What follows belongs to an exercise in optimizing a design on an open flow for small area and a short achievable clock period; a production flow would make more cautious choices. Where RTL was checked, it was by simulation tests only, not by an equivalence proof against the original. Power figures rest on the tool's default switching activity, not on a simulated workload.

## lw_cv_rx
module lw_cv_rx (
    input  wire        clk,
    input  wire        rst,
    input  wire [1:0]  cfg_poly,
    input  wire        cfg_refin,
    input  wire        cfg_refout,
    input  wire        cfg_xorout,
    input  wire        cfg_init,
    input  wire        cfg_order,
    input  wire [7:0]  cfg_skip,
    input  wire        in_valid,
    input  wire        in_sop,
    input  wire        in_eop,
    input  wire        in_disc,
    input  wire [3:0]  in_nbytes,
    input  wire [63:0] in_data,
    input  wire        cnt_clr,
    output reg         cv_valid,
    output reg  [1:0]  cv_res,
    output reg  [31:0] cv_last,
    output reg  [31:0] cv_units,
    output reg  [15:0] cv_fail,
    output reg  [15:0] cv_short
);
Size in the first run: ~4,200 cells after synthesis, ~250 flip-flops, roughly 190 I/O pins, ~0.030 mm^2 of cells after synthesis.
clock: 33.0 ns
lec_check: 0
cap_margin: 20
core_margin: 2
core_utilization: 30
place_density: 0.5
slew_margin: 20
standard.sh (not shown) runs the stock make flow with config.mk's settings and CLKGATE_MAP_FILE= SYNTH_SCRIPT=/design/flow/synth_recipe.tcl, a recipe that flattens the netlist after the stock synthesis.
==> flow/flow/run.sh <==
#!/bin/bash
# Layout flow: the standard flow (standard.sh) with two changes.
# 1. Synthesis maps the combinational logic with flow/abc_map.script instead of
#    ORFS's abc_speed.script, which restructures the XOR networks into much
#    larger logic. Everything else in synthesis, including the flip-flop
#    mapping, is the standard synthesis (flow/abc_synth.tcl wraps it).
# 2. The port buffers are buf_2 cells rather than the default delay buffers.
# Each tool's output goes to a log file in this folder (synth.log, layout.log)
# besides ORFS's own logs under orfs/logs.
set -euo pipefail
here=$(pwd)
export FLOW_ABC_SCRIPT=$here/flow/abc_map.script
export FLOW_STD_SYNTH=$here/synth_recipe.tcl
extra=(BUFFER_PORTS_ARGS="-buffer_cell sky130_fd_sc_hd__buf_2")
[[ -f flow/params.sh ]] && source flow/params.sh
# same make command as standard.sh, with our synthesis script, for synthesis only
sed -e "s#SYNTH_SCRIPT=[^ ]*#SYNTH_SCRIPT=$here/flow/abc_synth.tcl#" standard.sh > synth_only.sh
bash synth_only.sh synth "${extra[@]}" > synth.log 2>&1
# the rest of the standard flow reuses that synthesis
bash standard.sh finish "${extra[@]}" > layout.log 2>&1
==> flow/flow/abc_map.script <==
strash
dch
map -D 4000
topo
buffer -c
stime -c
upsize -c
dnsize -c
==> flow/flow/abc_synth.tcl <==
# The standard flow's synthesis script, but with the combinational logic mapped by
# abc_map.script instead of ORFS's abc_speed.script. Everything else,
# including the flip-flop mapping, is the standard synthesis.
proc abc {args} {
  set i [lsearch -exact $args -script]
  if { $i >= 0 } {
    lset args [expr { $i + 1 }] $::env(FLOW_ABC_SCRIPT)
  }
  yosys abc {*}$args
}
source $::env(FLOW_STD_SYNTH)
==> flow/flow/params.sh <==
extra+=(SETUP_SLACK_MARGIN=21.3)
Then changed:
==> flow/flow/params.sh (replaced) <==
extra+=(SETUP_SLACK_MARGIN=20.8)
Result: The changed run produced a clean layout. Register-to-register slack is worse by 0.39 ns. Final cell count fell by 1.1%. Critical path depth rose by 3. Worst setup slack is worse by 0.46 ns. Total power fell by 1.9%. Non-clock buffer count fell by 61. Flip-flop and latch count stays the same.


lw_cv_rx, a different RTL version from the one above (not shown whole).
Size: roughly 4100 cells after synthesis, about 240 flip-flops, about 190 I/O pins, about 31000 sq um of cells after synthesis.
clock: 33.0 ns
lec_check: 0
cap_margin: 20
core_margin: 2
core_utilization: 30
place_density: 0.5
slew_margin: 20
==> flow/flow/abc_map.script <==
strash
dch
map -a -D 4000
topo
buffer -c
stime -c
upsize -c
dnsize -c
Scripts as last shown in full above: flow/flow/run.sh, flow/flow/abc_synth.tcl
The starting point completed without violations.
Then changed:
==> flow/flow/abc_map.script (replaced) <==
strash
dch
amap
topo
buffer -c
stime -c
upsize -c
dnsize -c
What happened: The changed run completed with no timing, DRC or antenna violations; critical path depth went down by 4; power went down by about 30%; utilization went up by 1.3 points; area after synthesis went down by 7.0%; worst setup slack is worse by 1.5 ns; clock power went up by about 15%; sequential power went down by about 4%; non-clock buffer count went up by 76; maximum frequency went down by about 10%; first-iteration DRC count went up by about 40%.
Function was not checked in any run of this note: the RTL went through the layout flow alone.


## run 1
lw_cv_rx, a different RTL version from the one above (not shown whole).
Size in the first run: ~4100 cells after synthesis, ~250 flip-flops, ~190 I/O pins.
Settings: LEC_CHECK=0, CAP_MARGIN=20, CORE_MARGIN=2, CORE_UTILIZATION=30, GPL_ROUTABILITY_DRIVEN=0, PLACE_DENSITY=0.5, SLEW_MARGIN=20; clock period 33.0 ns.
==> flow/flow/abc_map.script <==
strash
dch
map -D 4000
topo
buffer -c
stime -c
upsize -c
dnsize -c
==> flow/flow/params.sh <==
extra+=(SETUP_SLACK_MARGIN=20.8)
Scripts as last shown in full above: flow/flow/run.sh, flow/flow/abc_synth.tcl
Run 1 completed every stage of the flow, and the final layout passed the timing, DRC and antenna checks.
[inputs] run 2 vs run 1
==> flow/flow/params.sh <==
extra+=(SETUP_SLACK_MARGIN=21.1)
Findings:
- Post-route fraction of the period consumed by the critical path delta for run 2 relative to run 1: 0.66 points lower
- Run 2 finished every step from synthesis to the final layout, and the layout passed the timing, DRC and antenna checks.
- Final period demand of the worst path (run 2 over run 1): decrease, 220 ps
- Taking run 1 as the reference, in run 2 power has increased, setup skew after layout saw an increase, worst-margin pin slew now sits lower, end-of-flow core utilization rose by 0.80 points, layout overhead on the synthesized area climbed 2.7 points.
- Diff run 1 -> run 2: synthesized-area fraction occupied by and/or/nand/nor cells comparable; worst-case setup margin in the final layout moved up; share of cell area taken by flip-flops and latches went down 0.30 points.
Setup changes, run 2 to run 3
# run 2
export LEC_CHECK = 0
export CAP_MARGIN = 20
export CORE_MARGIN = 2
export CORE_UTILIZATION = 30
export GPL_ROUTABILITY_DRIVEN = 0
export PLACE_DENSITY = 0.5
export SLEW_MARGIN = 20
create_clock -name core_clock -period 33.0 [get_ports {clk}]
# run 3
export LEC_CHECK = 0
export CAP_MARGIN = 20
export CORE_MARGIN = 2
export CORE_UTILIZATION = 30
export PLACE_DENSITY = 0.5
export SLEW_MARGIN = 20
create_clock -name core_clock -period 33.0 [get_ports {clk}]
==> flow/flow/params.sh <==
extra+=(SETUP_SLACK_MARGIN=20.8)
## What came out
Per the comparison of run 3 with run 2, global routing met2 resource utilization shows an increase of 6.1 points, worst setup slack now smaller, fraction of power consumed by the clock network moved down.
When run 3 is measured against run 2, its worst slack at placement turns out 570 ps lower.


lw_cv_rx, a different RTL version from the one above (not shown whole).
For scale: about 4200 cells after synthesis, about 240 flip-flops, about 190 I/O pins, ~31000 sq um of cells after synthesis.
// lw_cv_rx
module lw_cv_rx (
    input  wire        clk,
    input  wire        rst,
    input  wire [1:0]  cfg_poly,
    input  wire        cfg_refin,
    input  wire        cfg_refout,
    input  wire        cfg_xorout,
    input  wire        cfg_init,
    input  wire        cfg_order,
    input  wire [7:0]  cfg_skip,
    input  wire        in_valid,
    input  wire        in_sop,
    input  wire        in_eop,
    input  wire        in_disc,
    input  wire [3:0]  in_nbytes,
    input  wire [63:0] in_data,
    input  wire        cnt_clr,
    output reg         cv_valid,
    output reg  [1:0]  cv_res,
    output reg  [31:0] cv_last,
    output reg  [31:0] cv_units,
    output reg  [15:0] cv_fail,
    output reg  [15:0] cv_short
);
    localparam [1:0] CHK_NONE = 2'd0;
    localparam [1:0] CHK_OK   = 2'd1;
    localparam [1:0] CHK_BAD  = 2'd2;
    function [31:0] sinit;
        input [1:0] poly;
        input [3:0] d;
        begin
            case ({poly, d})
                6'd0: sinit = 32'h46AF6449;
                6'd1: sinit = 32'h339FDE2F;
                6'd2: sinit = 32'h68B932F5;
                6'd3: sinit = 32'h955A6162;
                6'd4: sinit = 32'hF50B27F7;
                6'd5: sinit = 32'hC2A1038C;
                6'd6: sinit = 32'h7535D075;
                6'd7: sinit = 32'h1727635B;
                6'd8: sinit = 32'hD61C3A65;
                6'd16: sinit = 32'h2A26F826;
                6'd17: sinit = 32'hAAD955D3;
                6'd18: sinit = 32'h12647B10;
                6'd19: sinit = 32'h11FFA28F;
                6'd20: sinit = 32'h48081204;
  ...
Settings: LEC_CHECK=0, CAP_MARGIN=20, CORE_MARGIN=2, CORE_UTILIZATION=45, PLACE_DENSITY=0.65, SLEW_MARGIN=20; clock period 33.0 ns.
Scripts as last shown in full above: flow/flow/run.sh, flow/flow/abc_map.script, flow/flow/abc_synth.tcl
Change:
==> flow/flow/abc_map.script (replaced) <==
strash
dch
map -a -D 4000
topo
buffer -c
stime -c
upsize -c
dnsize -c
- CORE_UTILIZATION: 45 -> 30
- PLACE_DENSITY: 0.65 -> 0.5
First-iteration DRC count goes down by 19%; utilization drops by 16 points; routed wire length grows by 6.2%; count of clock-buffer cells in the layout came out lower by 3.
Change:
==> flow/flow/abc_map.script (replaced) <==
strash
dch
map -D 4000
topo
buffer -c
stime -c
upsize -c
dnsize -c
After rerunning: The changed run completed with no timing, DRC or antenna violations; final cell count hardly moves; power decreases by 1.3%; area after synthesis stays flat; routed wire length shrinks by 1.1%; clock skew barely changes; cell area barely changes.

what the ideal ports hide:
The flow's constraints put no driver on any port. The routed layouts listed below were extracted and timed again, unchanged, in two steps.
Step 1 (the two cells are an assumption about what drives the block):
set clk [get_ports {clk}]
set_driving_cell -lib_cell sky130_fd_sc_hd__clkbuf_16 $clk
set_driving_cell -lib_cell sky130_fd_sc_hd__buf_2 [delete_from_list [all_inputs] $clk]
Step 2, shift: input delay + t, output delay - t, t = (earliest + latest rising clock arrival at the registers) / 2. This alone moves slack from input paths to output paths.
Slacks: ideal / step 1 / step 2; pairs: ideal / step 1.
run | t (ns) | slack for setup (ns) | clock arrival spread, ns
the first run of note 1 | 0.668 | 21.252 / 21.185 / 20.946 | 0.051 / 0.050
the second run of note 1 | 0.666 | 20.790 / 20.723 / 20.323 | 0.050 / 0.049
the first run of note 2 | 0.665 | 19.558 / 19.549 / 18.939 | 0.009 / 0.009
the second run of note 2 | 0.674 | 18.096 / 18.018 / 18.246 | 0.030 / 0.030
run 1 | 0.651 | 20.774 / 20.709 / 20.539 | 0.026 / 0.026
run 2 | 0.652 | 20.992 / 20.928 / 20.720 | 0.031 / 0.030
run 3 | 0.660 | 20.841 / 20.777 / 20.409 | 0.038 / 0.038
the first run of note 4 | 0.652 | 19.366 / 19.301 / 19.711 | 0.022 / 0.022
the second run of note 4 | 0.661 | 19.324 / 19.265 / 19.579 | 0.037 / 0.037
the third run of note 4 | 0.661 | 19.604 / 19.538 / 19.658 | 0.036 / 0.035
After both steps every run listed still meets setup and hold. The setup slack of the first run of note 2, which loses most, moves by -0.009 ns with the drivers and by -0.619 ns with both steps.
